Context: an optimization exercise on an open-source flow, tuned for small area. The choices shown serve that exercise and are no tape-out recipe. In this exercise RTL edits were held to simulation tests only and were not proved equivalent to the original.

==> flow/design.v <==
module clu_eval (
    input  wire        clk,
    input  wire        rst,         
    input  wire        start,
    input  wire [1:0]  mode,        
    input  wire        rev,
    input  wire        d_on_pv,
    input  wire        irst,
    input  wire        inj_en,
    input  wire        inj_point,   
    input  wire [15:0] inj_sig,
    input  wire [15:0] pv,
    input  wire [15:0] sp,
    input  wire [15:0] ff,
    input  wire [15:0] man,
    input  wire [19:0] kp,          
    input  wire [19:0] ki,
    input  wire [19:0] kd,
    input  wire [15:0] df,
    input  wire [15:0] umin,
    input  wire [15:0] umax,
    input  wire [15:0] rate,
    input  wire [39:0] c_i,         
    input  wire [15:0] c_out,
    input  wire [15:0] c_err,
    input  wire [15:0] c_pv,
    input  wire [15:0] c_dstate,
    output reg         done,
    output reg  [39:0] i_out,
    output reg  [15:0] d_out,
    output reg  [15:0] err_out,
    output reg  [15:0] pv_out,
    output reg  [15:0] cand_out,
    output reg         sat,
    output reg         ova,
    output reg         lim_inv,
    output reg         at_hi,
    output reg         at_lo,
    output reg         rate_lim
);
    localparam [1:0] M_OFF = 2'd0, M_AUTO = 2'd1, M_MAN = 2'd2, M_HOLD = 2'd3;
    localparam signed [47:0] Q15_MAX = 48'sd32767;
    localparam signed [47:0] Q15_MIN = -48'sd32768;
    localparam signed [47:0] ACC_MAX = 48'sh00_7F_FFFF_FFFF;
    localparam signed [47:0] ACC_MIN = -48'sh00_80_0000_0000;
    function automatic signed [47:0] rne(input signed [47:0] x, input [3:0] k);
        reg signed [47:0] q, r, half;
        begin
            if (k == 4'd0) begin
                rne = x;
            end else begin
                q    = x >>> k;
                r    = x - (q <<< k);
                half = 48'sd1 <<< (k - 4'd1);
                if (r > half || (r == half && q[0]))
                    rne = q + 48'sd1;
                else
                    rne = q;
            end
        end
    endfunction
    function automatic ovf_q15(input signed [47:0] x);
        ovf_q15 = (x > Q15_MAX) || (x < Q15_MIN);
    endfunction
    function automatic signed [15:0] sat_q15(input signed [47:0] x);
        if (x > Q15_MAX)      sat_q15 = 16'sh7FFF;
        else if (x < Q15_MIN) sat_q15 = 16'sh8000;
        else                  sat_q15 = x[15:0];
    endfunction
    function automatic ovf_acc(input signed [47:0] x);
        ovf_acc = (x > ACC_MAX) || (x < ACC_MIN);
    endfunction
    function automatic signed [39:0] sat_acc(input signed [47:0] x);
        if (x > ACC_MAX)      sat_acc = 40'sh7F_FFFF_FFFF;
        else if (x < ACC_MIN) sat_acc = 40'sh80_0000_0000;
        else                  sat_acc = x[39:0];
    endfunction
    function automatic signed [47:0] scale(input [19:0] k, input signed [15:0] y);
        reg signed [15:0] m;
        reg signed [3:0]  ex;
        reg signed [47:0] p;
        begin
            m  = k[15:0];
            ex = k[19:16];
            p  = m * y;
            if (ex >= 0)
                scale = p <<< ex;
            else
                scale = rne(p, -ex);
        end
    endfunction
    function automatic signed [15:0] min16(input signed [15:0] a, input signed [15:0] b);
        min16 = (a < b) ? a : b;
    endfunction
    function automatic signed [15:0] max16(input signed [15:0] a, input signed [15:0] b);
        max16 = (a > b) ? a : b;
    endfunction
    wire signed [15:0] s_pv    = pv;
    wire signed [15:0] s_sp    = sp;
    wire signed [15:0] s_ff    = ff;
    wire signed [15:0] s_man   = man;
    wire signed [15:0] s_df    = df;
    wire signed [15:0] s_umin  = umin;
    wire signed [15:0] s_umax  = umax;
    wire signed [15:0] s_rate  = rate;
    wire signed [15:0] s_sig   = inj_sig;
    wire signed [39:0] s_ci    = c_i;
    wire signed [15:0] s_cout  = c_out;
    wire signed [15:0] s_cerr  = c_err;
    wire signed [15:0] s_cpv   = c_pv;
    wire signed [15:0] s_cd    = c_dstate;
    reg signed [47:0] t;
    reg signed [15:0] sp_e, e, x, xp, dx, dq, dd, d_new;
    reg signed [39:0] i_cur, i_int, i_new;
    reg signed [15:0] d_cur;
    reg signed [47:0] p_term, v_sum;
    reg signed [39:0] v;
    reg signed [15:0] lo, hi, u0, u, u_lim, r_lo, r_hi, cand_s, cand;
    reg               f_sat, f_ova, f_inv, f_hi, f_lo, f_rate, v_sat, track;
    always @* begin
        f_sat  = 1'b0;
        f_ova  = 1'b0;
        f_inv  = 1'b0;
        f_hi   = 1'b0;
        f_lo   = 1'b0;
        f_rate = 1'b0;
        v_sat  = 1'b0;
        track  = 1'b0;
        u0     = 16'sd0;
        u      = 16'sd0;
        u_lim  = 16'sd0;
        r_lo   = 16'sd0;
        r_hi   = 16'sd0;
        cand_s = 16'sd0;
        if (inj_en && !inj_point) begin
            t     = s_sp + s_sig;
            sp_e  = sat_q15(t);
            f_sat = f_sat | ovf_q15(t);
        end else begin
            sp_e = s_sp;
        end
        t     = rev ? (s_pv - sp_e) : (sp_e - s_pv);
        e     = sat_q15(t);
        f_sat = f_sat | ovf_q15(t);
        if (d_on_pv) begin
            t     = -s_pv;
            x     = sat_q15(t);
            f_sat = f_sat | ovf_q15(t);
        end else begin
            x = e;
        end
        if (irst) begin
            i_cur = 40'sd0;
            d_cur = 16'sd0;
            xp    = x;
        end else begin
            i_cur = s_ci;
            d_cur = s_cd;
            if (d_on_pv) begin
                t     = -s_cpv;
                xp    = sat_q15(t);
                f_sat = f_sat | ovf_q15(t);
            end else begin
                xp = s_cerr;
            end
        end
        if (mode == M_AUTO) begin
            t     = i_cur + scale(ki, e);
            i_int = sat_acc(t);
            f_ova = f_ova | ovf_acc(t);
        end else begin
            i_int = i_cur;
        end
        t     = x - xp;
        dx    = sat_q15(t);
        f_sat = f_sat | ovf_q15(t);
        t     = rne(scale(kd, dx), 4'd15);
        dq    = sat_q15(t);
        f_sat = f_sat | ovf_q15(t);
        t     = dq - d_cur;
        dd    = sat_q15(t);
        f_sat = f_sat | ovf_q15(t);
        t     = d_cur + rne(s_df * dd, 4'd15);
        d_new = sat_q15(t);
        f_sat = f_sat | ovf_q15(t);
        p_term = scale(kp, e);
        t      = p_term + i_int + (d_new <<< 15) + (s_ff <<< 15);
        v      = sat_acc(t);
        f_ova  = f_ova | ovf_acc(t);
        lo = s_umin;
        hi = s_umax;
        if (lo > hi) begin
            lo    = hi;
            f_inv = 1'b1;
        end
        case (mode)
            M_AUTO: begin
                t     = rne(v, 4'd15);
                u0    = sat_q15(t);
                v_sat = ovf_q15(t);
                f_sat = f_sat | v_sat;
                u     = min16(max16(u0, lo), hi);
                f_hi  = u0 > hi;
                f_lo  = u0 < lo;
                if (s_rate > 16'sd0) begin
                    t     = s_cout - s_rate;
                    r_lo  = sat_q15(t);
                    f_sat = f_sat | ovf_q15(t);
                    t     = s_cout + s_rate;
                    r_hi  = sat_q15(t);
                    f_sat = f_sat | ovf_q15(t);
                    u_lim = min16(max16(u, r_lo), r_hi);
                    f_rate = u_lim != u;
                    u     = u_lim;
                end
                track = v_sat || (u != u0);
            end
            M_MAN: begin
                u     = min16(max16(s_man, lo), hi);
                f_hi  = s_man > hi;
                f_lo  = s_man < lo;
                track = 1'b1;
            end
            M_HOLD: begin
                u     = s_cout;
                track = 1'b1;
            end
            default: begin
                u     = 16'sd0;
                track = 1'b0;
            end
        endcase
        if (track) begin
            t     = i_int + (u <<< 15) - v;
            i_new = sat_acc(t);
            f_ova = f_ova | ovf_acc(t);
        end else begin
            i_new = i_int;
        end
        if (inj_en && inj_point) begin
            t      = u + s_sig;
            cand_s = sat_q15(t);
            f_sat  = f_sat | ovf_q15(t);
            cand   = min16(max16(cand_s, lo), hi);
        end else begin
            cand = u;
        end
    end
    always @(posedge clk) begin
        if (rst)
            done <= 1'b0;
        else
            done <= start;
    end
    always @(posedge clk) begin
        if (start) begin
            if (mode == M_OFF) begin
                i_out    <= c_i;
                d_out    <= c_dstate;
                err_out  <= c_err;
                pv_out   <= c_pv;
                cand_out <= 16'd0;
                sat      <= 1'b0;
                ova      <= 1'b0;
                lim_inv  <= 1'b0;
                at_hi    <= 1'b0;
                at_lo    <= 1'b0;
                rate_lim <= 1'b0;
            end else begin
                i_out    <= i_new;
                d_out    <= d_new;
                err_out  <= e;
                pv_out   <= pv;
                cand_out <= cand;
                sat      <= f_sat;
                ova      <= f_ova;
                lim_inv  <= f_inv;
                at_hi    <= f_hi;
                at_lo    <= f_lo;
                rate_lim <= f_rate;
            end
        end
    end
endmodule
==> flow/run.sh <==
#!/bin/bash
# synth_recipe.tcl (not shown) runs the flow's synth.tcl, then flattens the netlist and writes it again
# the make line also repeats each setting of config.mk as NAME=value (left out here)
make -C /OpenROAD-flow-scripts/flow DESIGN_CONFIG=/design/flow/config.mk WORK_HOME=/design/flow/orfs CLKGATE_MAP_FILE= SYNTH_SCRIPT=/design/flow/synth_recipe.tcl finish
==> flow/config.mk <==
export PLATFORM = sky130hd
export DESIGN_NAME = clu_eval
export DESIGN_NICKNAME = clu_eval
export VERILOG_FILES = /design/flow/design.v
export SDC_FILE = /design/flow/constraint.sdc
export NUM_CORES = 4
export LEC_CHECK = 0
export CAP_MARGIN = 20
export CORE_MARGIN = 2
export CORE_UTILIZATION = 45
export CTS_CLUSTER_DIAMETER = 50
export CTS_CLUSTER_SIZE = 8
export SLEW_MARGIN = 20
==> flow/constraint.sdc <==
create_clock -name core_clock -period 90.0 [get_ports {clk}]
set_input_delay 18.0000 -clock core_clock [delete_from_list [all_inputs] [get_ports {clk}]]
set_output_delay 18.0000 -clock core_clock [all_outputs]
set_load 0.01 [all_outputs]
==> run notes <==
[stage by stage]
step	instances	setup WS [ps]	area, µm²
5_1_grt	15730	112.4	105200
3_3_place_gp	15695	2524	104600
2_1_floorplan	12784	12150	97110
3_5_place_dp	15696	1078	104600
4_1_cts	15712	1313	104900
6_report	15734	4954	105200
[metal layers]
metal | vias to the layer above | global-route usage (%) | part of all wire [%]
met5 | - | 0 | 0.038
met4 | 22 | 13.49 | 4.5
met3 | 689 | 4.762 | 7.2
met2 | 3884 | 56.04 | 45
met1 | 46796 | 46.76 | 43
li1 | 43470 | - | -
[registers in the layout, summed over array words and instances (netlist names)]
signal and count:
done 1, err_out 16, d_out 16, sat 1, cand_out 16, at_lo 1, rate_lim 1, at_hi 1
pv_out 16, ova 1, i_out 40, lim_inv 1
[synth_stat cells (32+ instances only)]
library cell	instances	area, µm²
xnor2_1	426	3731
ha_1	1045	13080
o22ai_1	60	375.4
a31oi_1	120	750.7
mux4_2	56	1261
a21boi_0	37	277.8
nor4_1	63	394.1
o31ai_1	53	397.9
o21a_1	115	863.3
or2_2	54	337.8
and2_1	527	3297
edfxtp_1	110	3303
or3_1	78	488.0
a222oi_1	55	550.5
inv_1	1895	7113
nand3_1	210	1051
o211ai_1	93	698.2
nand2_1	1374	5157
o21bai_1	90	675.7
nor3_1	204	1021
a22oi_1	45	337.8
xor2_1	152	1331
a21oi_1	944	4725
a21o_1	223	1674
buf_1	52	195.2
o2111ai_1	33	289.0
o21ai_0	585	2928
nand2b_1	160	1001
o21ai_1	36	180.2
a211oi_1	135	1013
a211o_1	32	280.3
nand4_1	120	750.7
nor2b_1	115	719.4
mux2_2	87	979.7
and3_1	74	462.9
mux2i_1	202	2022
clkbuf_1	484	1817
fa_1	1147	22960
nor2_1	912	3423
[cell families (layout without fill, tap and decap cells)]
logic type	Yosys count	after routing	synth area share (%)
xor gates and xnor gates	581	581	5.270
and+or+nand+nor	4058	4058	20.14
other	0	5	0
AOI/OAI and AO/OA	2991	2991	19.79
adders and majority gates	2204	2204	37.23
buffers and inverters	2491	2598	9.716
DFF	111	111	3.422
muxes	348	348	4.435
[final cells by class]
cell class	instances	area [µm²]	share of cell area, %
diodes	5	12.51	0.01189
well taps	2838	3551	3.374
clock buffers	9	225.2	0.2140
repair buffers	663	6012	5.713
flip-flops and latches	111	3323	3.158
clock inverters	7	72.57	0.06896
multi-input cells	10182	84830	80.61
inverters	1919	7211	6.852
[path summary, 6_finish.rpt]
kind | from | endpoint | cells after the start
setup / recovery | inj_sig[0] | cand_out[2]$_SDFFCE_PP0P_ | 293
hold / removal | start | i_out[10]$_DFFE_PP_ | 1
[timing repair]
item	CTS	global route
gates resized for setup	0	33
setup endpoints to repair	0	58
setup buffers	0	16
==> impl_results.md <==
* Status: complete, no violations
* Slew HR at about 12%
* Wire per inst at ~24 µm
* Number of buffers created by CTS at 9
* Final wirelength at 385.3 mm
* Die W at 468.6 µm
* Hold Path Class: input pin to flop
* Unrepaired setup endpoints after global routing: no
* Synth Instances at around 13000
* Max cap viols at 0
* Total global-route track usage at approximately a third
* Sinks on Clock Net at 111
* Initial antenna violation count at 23
* Routed vias/inst at ~6.0
* Core box area at 0.2146 mm²
* Critical Path Sink Type: flop
* Slowest cell on crit path: fa_1
* Maximum number of pins on one net before global-route repair at 72
* Post-DP HPWL at roughly 320 mm
* CP dominant cell by count: a21oi_1
* WS Path Type: input pin to flop
* Die Ht at approximately 470 µm
* Worst-path clk slew at between 100 and 150 ps
* Highest-count cells in the layout ignoring fill and taps: inv_1 (1894), nand2_1 (1372), fa_1 (1147)
* 1st-pass router iterations at 6
* Initial Util at ~45%
* Die Area at around 0.22 mm²
* Area growth syn-to-layout at 8.364%
* Wire length of the first global-routing pass at just under 600 mm
* Worst slew pin tran at ~1300 ps
* Htree depth at 3
* I/O Buffers at between 400 and 500
* Yosys warning count at 1
* Arr. time, crit path at around 85000 ps
* Fraction of registers with async set or reset after synthesis at 0%
* Cell area after synthesis at 0.09711 mm²
* Top FF cell, synth: edfxtp_1
* CP peak stage delay at 930 ps
* GP Congestion at 1.013
* Total number of vias at 94861
* CP startpoint kind: input pin
* Netlist cell types at 128
* Post-DRT Antenna Nets at 0
* Fin crit share at between 90% and 100%
* Worst hold slack at 17960 ps
* Remaining global-route overflow at 0
* Syn_nets at 15294
* Clk root buf: clkbuf_16
* DRC at 0
* FF+latch count, synth at approximately 110
* CP bufs+invs at 29
* Hold Buf Count CTS at 0
* I/O pins at approximately 430
* Fmax at around 12 MHz
* Synth Area per Inst at around 7.6 µm²
* Worst Path Required at approximately 90000 ps
* # fillers at ~21000
* Total Nets Final at between 15000 and 20000
* Final setup vio count at 0
* Rows at 170
* Clock Path Buffers at 2
* CTS tree: done
* CP max FO at 32
* Fin crit period at about 85000 ps
* Commonest non-fill, non-tap cell in the layout: inv_1
* Ratio of cells with drive above 1 in the final layout at between 4 and 5%
* Fin. max-slew vios at 0
* Finished Core Util at ~49%
* CP top delay family: compound AO/OA/AOI/OAI gates
* Hold Fails Final Rpt at 0
* Seq/Total Area, Yosys at under 10%
* Setup TNS at 0 ps
* Initial DRC count at 8613
* Vias in the first global route at roughly 94000
* EDFF count, synth at 110

port drivers added, routing unchanged:
The flow's constraints put no driver on any port. The routed layout listed below was extracted and timed again, unchanged, in two steps. Step 1, drivers: a clkbuf_16 drives clk and a buf_2 each remaining input, both assumed. Step 2 times the ports against the registers' clock, not the clock port: input delays grow and output delays shrink by t, the midpoint of the rising clock arrivals with the driver on. a / b / c = ideal ports / drivers / drivers and shift; a / b = the first two.
t (ns): 0.572
setup WS [ns]: 4.954 / 5.019 / 4.448
hold slack, ns: 17.964 / 17.909 / 18.480
clock arrival spread, ns: 0.037 / 0.037
slew at the worst register clock pin (ns): 0.13 / 0.13
After both steps this run still meets setup and hold. The setup slack of this run moves by +0.065 ns with the drivers and by -0.506 ns with both steps.
